What follows belongs to an exercise in optimizing a design on an open flow for small area and a short achievable clock period; a production flow would make more cautious choices. Function was checked by simulation only, so behaviour that the tests miss may differ from the original.

==> umber: inputs <==
==> flow/design.v <==
module rse_compose (
    input  wire        clk,
    input  wire        rst,
    input  wire        in_valid,
    input  wire [11:0] bg_y,
    input  wire [11:0] bg_cb,
    input  wire [11:0] bg_cr,
    input  wire        l0_cover,
    input  wire [7:0]  l0_alpha,
    input  wire [1:0]  l0_depth,
    input  wire [15:0] l0_y,
    input  wire [15:0] l0_cb,
    input  wire [15:0] l0_cr,
    input  wire        l1_cover,
    input  wire [7:0]  l1_alpha,
    input  wire [1:0]  l1_depth,
    input  wire [15:0] l1_y,
    input  wire [15:0] l1_cb,
    input  wire [15:0] l1_cr,
    input  wire        l2_cover,
    input  wire [7:0]  l2_alpha,
    input  wire [1:0]  l2_depth,
    input  wire [15:0] l2_y,
    input  wire [15:0] l2_cb,
    input  wire [15:0] l2_cr,
    input  wire        l3_cover,
    input  wire [7:0]  l3_alpha,
    input  wire [1:0]  l3_depth,
    input  wire [15:0] l3_y,
    input  wire [15:0] l3_cb,
    input  wire [15:0] l3_cr,
    output reg         out_valid,
    output reg  [11:0] out_y,
    output reg  [11:0] out_cb,
    output reg  [11:0] out_cr
);
    function [11:0] widen(input [1:0] depth, input [15:0] raw);
        case (depth)
            2'd1:    widen = {raw[9:0], 2'b00};
            2'd2:    widen = raw[11:0];
            default: widen = {raw[7:0], 4'b0000};
        endcase
    endfunction
    function [39:0] numer_cs(input [7:0] alpha, input [11:0] s, input [11:0] o);
        reg [11:0] p [0:7];
        reg s1, c2, s3, c4, s5, c6, s7, c8, s9, c10, s11, c12, s13, c14, s15, c16, s17, c18, s19, c20, s21, c22, s23, c24, s25, c26, s27, c28, s29, c30, s31, c32, s33, c34, s35, c36, s37, c38, s39, c40, s41, c42, s43, c44, s45, c46, s47, c48, s49, c50, s51, c52, s53, c54, s55, c56, s57, c58, s59, c60, s61, c62, s63, c64, s65, c66, s67, c68, s69, c70, s71, c72, s73, c74, s75, c76, s77, c78, s79, c80, s81, c82, s83, c84, s85, c86, s87, c88, s89, c90, s91, c92, s93, c94, s95, c96, s97, c98, s99, c100, s101, c102, s103, c104, s105, c106, s107, c108, s109, c110, s111, c112, s113, c114, s115, c116, s117, c118, s119, c120, s121, c122, s123, c124, s125, c126, s127, c128, s129, c130, s131, c132;
        integer i;
        begin
            for (i = 0; i < 8; i = i + 1)
                p[i] = alpha[i] ? s : o;
            {c2, s1} = {1'b0, p[0][6]} + p[1][5];
            {c4, s3} = {1'b0, p[0][7]} + p[1][6] + p[2][5];
            {c6, s5} = {1'b0, p[3][4]} + p[4][3] + p[5][2];
            {c8, s7} = {1'b0, p[0][8]} + p[1][7] + p[2][6];
            {c10, s9} = {1'b0, p[3][5]} + p[4][4] + p[5][3];
            {c12, s11} = {1'b0, p[0][9]} + p[1][8] + p[2][7];
            {c14, s13} = {1'b0, p[3][6]} + p[4][5] + p[5][4];
            {c16, s15} = {1'b0, p[0][10]} + p[1][9] + p[2][8];
            {c18, s17} = {1'b0, p[3][7]} + p[4][6] + p[5][5];
            {c20, s19} = {1'b0, p[0][11]} + p[1][10] + p[2][9];
            {c22, s21} = {1'b0, p[3][8]} + p[4][7] + p[5][6];
            {c24, s23} = {1'b0, p[1][11]} + p[2][10] + p[3][9];
            {c26, s25} = {1'b0, p[4][8]} + p[5][7];
            {c28, s27} = {1'b0, p[2][11]} + p[3][10] + p[4][9];
            {c30, s29} = {1'b0, p[0][4]} + p[1][3];
            {c32, s31} = {1'b0, p[0][5]} + p[1][4] + p[2][3];
            {c34, s33} = {1'b0, p[3][2]} + p[4][1];
            {c36, s35} = {1'b0, s1} + p[2][4] + p[3][3];
            {c38, s37} = {1'b0, p[4][2]} + p[5][1] + p[6][0];
            {c40, s39} = {1'b0, s3} + s5 + p[6][1];
            {c42, s41} = {1'b0, p[7][0]} + 1'b1 + c2;
            {c44, s43} = {1'b0, s7} + s9 + p[6][2];
            {c46, s45} = {1'b0, p[7][1]} + c4 + c6;
            {c48, s47} = {1'b0, s11} + s13 + p[6][3];
            {c50, s49} = {1'b0, p[7][2]} + c8 + c10;
            {c52, s51} = {1'b0, s15} + s17 + p[6][4];
            {c54, s53} = {1'b0, p[7][3]} + c12 + c14;
            {c56, s55} = {1'b0, s19} + s21 + p[6][5];
            {c58, s57} = {1'b0, p[7][4]} + c16 + c18;
            {c60, s59} = {1'b0, s23} + s25 + p[6][6];
            {c62, s61} = {1'b0, p[7][5]} + c20 + c22;
            {c64, s63} = {1'b0, s27} + p[5][8] + p[6][7];
            {c66, s65} = {1'b0, p[7][6]} + c24 + c26;
            {c68, s67} = {1'b0, p[3][11]} + p[4][10] + p[5][9];
            {c70, s69} = {1'b0, p[6][8]} + p[7][7] + c28;
            {c72, s71} = {1'b0, p[4][11]} + p[5][10] + p[6][9];
            {c74, s73} = {1'b0, p[0][3]} + p[1][2];
            {c76, s75} = {1'b0, s29} + p[2][2] + p[3][1];
            {c78, s77} = {1'b0, s31} + s33 + p[5][0];
            {c80, s79} = {1'b0, s35} + s37 + c32;
            {c82, s81} = {1'b0, s39} + s41 + c36;
            {c84, s83} = {1'b0, s43} + s45 + c40;
            {c86, s85} = {1'b0, s47} + s49 + c44;
            {c88, s87} = {1'b0, s51} + s53 + c48;
            {c90, s89} = {1'b0, s55} + s57 + c52;
            {c92, s91} = {1'b0, s59} + s61 + c56;
            {c94, s93} = {1'b0, s63} + s65 + c60;
            {c96, s95} = {1'b0, s67} + s69 + c64;
            {c98, s97} = {1'b0, s71} + p[7][8] + c68;
            {c100, s99} = {1'b0, p[5][11]} + p[6][10] + p[7][9];
            {c102, s101} = {1'b0, p[0][2]} + p[1][1];
            {c104, s103} = {1'b0, s73} + p[2][1] + p[3][0];
            {c106, s105} = {1'b0, s75} + p[4][0] + c74;
            {c108, s107} = {1'b0, s77} + c30 + c76;
            {c110, s109} = {1'b0, s79} + c34 + c78;
            {c112, s111} = {1'b0, s81} + c38 + c80;
            {c114, s113} = {1'b0, s83} + c42 + c82;
            {c116, s115} = {1'b0, s85} + c46 + c84;
            {c118, s117} = {1'b0, s87} + c50 + c86;
            {c120, s119} = {1'b0, s89} + c54 + c88;
            {c122, s121} = {1'b0, s91} + c58 + c90;
            {c124, s123} = {1'b0, s93} + c62 + c92;
            {c126, s125} = {1'b0, s95} + c66 + c94;
            {c128, s127} = {1'b0, s97} + c70 + c96;
            {c130, s129} = {1'b0, s99} + c72 + c98;
            {c132, s131} = {1'b0, p[6][11]} + p[7][10] + c100;
            numer_cs = {1'b0, p[7][11], s131, s129, s127, s125, s123, s121, s119, s117, s115, s113, s111, s109, s107, s105, s103, s101, p[0][1], p[0][0], 1'b0, c132, c130, c128, c126, c124, c122, c120, c118, c116, c114, c112, c110, c108, c106, c104, c102, p[2][0], p[1][0], 1'b0};
        end
    endfunction
    function [19:0] numer(input [7:0] alpha, input [11:0] s, input [11:0] o);
        reg [39:0] cs;
        begin
            cs = numer_cs(alpha, s, o);
            numer = cs[39:20] + cs[19:0];
        end
    endfunction
    function [11:0] div255(input [19:0] z);
        reg [12:0] t;
        reg [8:0]  ec;
        begin
            t  = {1'b0, z[19:8]} + {5'd0, z[7:0]};
            ec = {1'b0, t[7:0]} + {4'd0, t[12:8]};
            div255 = z[19:8] + {7'd0, t[12:8]} + {11'd0, ec[8]};
        end
    endfunction
    reg        v0;
    reg [35:0] c0;
    reg [45:0] l0 [0:3];       
    reg [2:0]  dsel0;          
    always @(posedge clk) begin
        v0 <= in_valid & ~rst;
        c0 <= {bg_y, bg_cb, bg_cr};
        dsel0 <= {l0_depth == 2'd2, l0_depth == 2'd1, l0_depth == 2'd0 || l0_depth == 2'd3};
        l0[0] <= {l0_cover ? l0_alpha : 8'd0, l0_depth, l0_y[11:0], l0_cb[11:0], l0_cr[11:0]};
        l0[1] <= {l1_cover ? l1_alpha : 8'd0, l1_depth, l1_y[11:0], l1_cb[11:0], l1_cr[11:0]};
        l0[2] <= {l2_cover ? l2_alpha : 8'd0, l2_depth, l2_y[11:0], l2_cb[11:0], l2_cr[11:0]};
        l0[3] <= {l3_cover ? l3_alpha : 8'd0, l3_depth, l3_y[11:0], l3_cb[11:0], l3_cr[11:0]};
    end
    function [11:0] widen_sel(input [2:0] sel, input [11:0] raw);
        widen_sel = ({12{sel[2]}} & raw)
                  | ({12{sel[1]}} & {raw[9:0], 2'b00})
                  | ({12{sel[0]}} & {raw[7:0], 4'b0000});
    endfunction
    wire [43:0] lw [0:3];
    assign lw[0] = {l0[0][45:38], widen_sel(dsel0, l0[0][35:24]),
                    widen_sel(dsel0, l0[0][23:12]), widen_sel(dsel0, l0[0][11:0])};
    genvar j;
    generate
        for (j = 1; j < 4; j = j + 1) begin : g_widen
            assign lw[j] = {l0[j][45:38], widen(l0[j][37:36], {4'd0, l0[j][35:24]}),
                            widen(l0[j][37:36], {4'd0, l0[j][23:12]}),
                            widen(l0[j][37:36], {4'd0, l0[j][11:0]})};
        end
    endgenerate
    reg        vn [0:3];
    reg [59:0] zn [0:3];
    reg        vd [0:3];
    reg [35:0] od [0:3];
    reg [175:0] ln [0:3];
    reg [175:0] ld [0:3];
    wire        vi [0:3];
    wire [35:0] oi [0:3];
    wire [175:0] li [0:3];
    assign vi[0] = v0;
    assign oi[0] = c0;
    assign li[0] = {lw[3], lw[2], lw[1], lw[0]};
    genvar k;
    generate
        for (k = 0; k < 4; k = k + 1) begin : g_layer
            if (k > 0) begin : g_in
                assign vi[k] = vd[k-1];
                assign oi[k] = od[k-1];
                assign li[k] = ld[k-1];
            end
            wire [7:0]  alpha = li[k][44*k+43:44*k+36];
            wire [35:0] smp   = li[k][44*k+35:44*k];
            always @(posedge clk) begin
                vn[k] <= vi[k] & ~rst;
                zn[k] <= {numer(alpha, smp[35:24], oi[k][35:24]),
                          numer(alpha, smp[23:12], oi[k][23:12]),
                          numer(alpha, smp[11:0],  oi[k][11:0])};
                ln[k] <= li[k];
                vd[k] <= vn[k] & ~rst;
                od[k] <= {div255(zn[k][59:40]), div255(zn[k][39:20]), div255(zn[k][19:0])};
                ld[k] <= ln[k];
            end
        end
    endgenerate
    always @(*) begin
        out_valid = vd[3];
        {out_y, out_cb, out_cr} = od[3];
    end
endmodule
==> flow/flow/run.sh <==
#!/bin/bash
# The standard layout, with plain buffers (not delay cells) on the ports,
# and timing repair aimed at a 5.35 ns cycle (slack 14.65 ns at the 20 ns clock).
set -euo pipefail
export BUFFER_PORTS_ARGS="-buffer_cell sky130_fd_sc_hd__buf_2"
export SETUP_SLACK_MARGIN=14.65
bash standard.sh > make_flow.log 2>&1
==> flow/standard.sh <==
#!/bin/bash
# synth_recipe.tcl (not shown) runs the flow's synth.tcl, then flattens the netlist and writes it again
# the make line also repeats each setting of config.mk as NAME=value (left out here)
make -C /OpenROAD-flow-scripts/flow DESIGN_CONFIG=/design/flow/config.mk WORK_HOME=/design/flow/orfs CLKGATE_MAP_FILE= SYNTH_SCRIPT=/design/flow/synth_recipe.tcl "${@:-finish}"
==> flow/config.mk <==
export PLATFORM = sky130hd
export DESIGN_NAME = rse_compose
export DESIGN_NICKNAME = rse_compose
export VERILOG_FILES = /design/flow/design.v
export SDC_FILE = /design/flow/constraint.sdc
export NUM_CORES = 4
export LEC_CHECK = 0
export CAP_MARGIN = 20
export CORE_MARGIN = 2
export CORE_UTILIZATION = 40
export CTS_CLUSTER_DIAMETER = 100
export CTS_CLUSTER_SIZE = 28
export SLEW_MARGIN = 20
==> flow/constraint.sdc <==
create_clock -name core_clock -period 20.0 [get_ports {clk}]
set_input_delay 4.0000 -clock core_clock [delete_from_list [all_inputs] [get_ports {clk}]]
set_output_delay 4.0000 -clock core_clock [all_outputs]
set_load 0.01 [all_outputs]
==> violet: changes against umber <==
--- a/flow/design.v
+++ b/flow/design.v
@@ -134,25 +134,24 @@
         end
     endfunction
+    function [11:0] widen_sel(input [2:0] sel, input [11:0] raw);
+        widen_sel = ({12{sel[2]}} & raw)
+                  | ({12{sel[1]}} & {raw[9:0], 2'b00})
+                  | ({12{sel[0]}} & {raw[7:0], 4'b0000});
+    endfunction
     reg        v0;
     reg [35:0] c0;
     reg [45:0] l0 [0:3];       
-    reg [2:0]  dsel0;          
+    wire [2:0] dsel0 = {l0_depth == 2'd2, l0_depth == 2'd1, l0_depth == 2'd0 || l0_depth == 2'd3};
     always @(posedge clk) begin
         v0 <= in_valid & ~rst;
         c0 <= {bg_y, bg_cb, bg_cr};
-        dsel0 <= {l0_depth == 2'd2, l0_depth == 2'd1, l0_depth == 2'd0 || l0_depth == 2'd3};
-        l0[0] <= {l0_cover ? l0_alpha : 8'd0, l0_depth, l0_y[11:0], l0_cb[11:0], l0_cr[11:0]};
+        l0[0] <= {l0_cover ? l0_alpha : 8'd0, 2'd2, widen_sel(dsel0, l0_y[11:0]),
+                  widen_sel(dsel0, l0_cb[11:0]), widen_sel(dsel0, l0_cr[11:0])};
         l0[1] <= {l1_cover ? l1_alpha : 8'd0, l1_depth, l1_y[11:0], l1_cb[11:0], l1_cr[11:0]};
         l0[2] <= {l2_cover ? l2_alpha : 8'd0, l2_depth, l2_y[11:0], l2_cb[11:0], l2_cr[11:0]};
         l0[3] <= {l3_cover ? l3_alpha : 8'd0, l3_depth, l3_y[11:0], l3_cb[11:0], l3_cr[11:0]};
     end
-    function [11:0] widen_sel(input [2:0] sel, input [11:0] raw);
-        widen_sel = ({12{sel[2]}} & raw)
-                  | ({12{sel[1]}} & {raw[9:0], 2'b00})
-                  | ({12{sel[0]}} & {raw[7:0], 4'b0000});
-    endfunction
     wire [43:0] lw [0:3];
-    assign lw[0] = {l0[0][45:38], widen_sel(dsel0, l0[0][35:24]),
-                    widen_sel(dsel0, l0[0][23:12]), widen_sel(dsel0, l0[0][11:0])};
+    assign lw[0] = {l0[0][45:38], l0[0][35:0]};
     genvar j;
     generate
==> summary of the runs <==
Cell count: umber is larger than violet (2.3%).
Against violet, the register-to-register slack of umber is worse by 0.03 ns.
In umber the non-clock buffer count is higher than in violet, by 59.
In violet the routed wire length is smaller than in umber, by about 1.7%.
Of violet and umber, umber has the higher clock skew (gap 0.038 ns).
Between violet and umber, the lower via count is in violet (gap about 2.4%, measured against umber).
Between violet and umber, the lower worst setup slack is in umber (gap 0.031 ns).
==> figures <==
Outcome: umber timing/DRC/antenna clean; violet timing/DRC/antenna clean
Register clock-pin slew on the reported worst setup and hold paths: umber 0.11 ns; violet 0.10 ns
Overall die height: umber 430 um; violet 431 um
Mean instance size in the synthesized netlist: umber 10.6 um2; violet 11.0 um2
Worst slew margin relative to its limit: umber 0.306; violet 0.280
Vias: umber 48.2k; violet 47.0k
Global-route wire length before repair: umber 267000 um; violet 264000 um
FF-to-FF setup slack: umber 14.73 ns; violet 14.76 ns
Multi-input comb cells: umber 4705; violet 4526
Fraction of layout instances using a drive strength above 1: umber 0.118; violet 0.108
Placement-stage cell area: umber 0.0762 mm2; violet 0.0767 mm2
Total wire length after detailed routing: umber 167000 um; violet 164000 um
Area occupied by multi-input gates: umber 0.0465 mm2; violet 0.0467 mm2
Wire length the detailed router placed on met1: umber 75300 um; violet 72600 um
Register bit total from synthesis: umber 1142; violet 1139
Met1 Use GR: umber 0.233; violet 0.221

re-timing with driven ports:
In the flow no input, the clock included, has a driving cell. The finished layouts below were timed again as built, in two steps. Step 1 sets driving cells, clkbuf_16 on the clock port and buf_2 on the other inputs (assumed; they add their load-dependent delay and slew). Step 2 also shifts input and output timing later by t, the mid clock arrival at the registers, as if the neighbouring blocks saw the same clock. Three values: no drivers, after step 1, after step 2; two values: the first two.
run	t (ns)	setup slack, ns	hold WS [ns]	worst setup path after step 2
umber	0.798	14.727 / 14.675 / 14.727	0.274 / 0.274 / 0.274	register to register
violet	0.801	14.758 / 14.728 / 14.445	0.309 / 0.309 / 0.309	input to register
After both steps every run listed still meets setup and hold. The setup slack of violet, which loses most, moves by -0.030 ns with the drivers and by -0.313 ns with both steps.
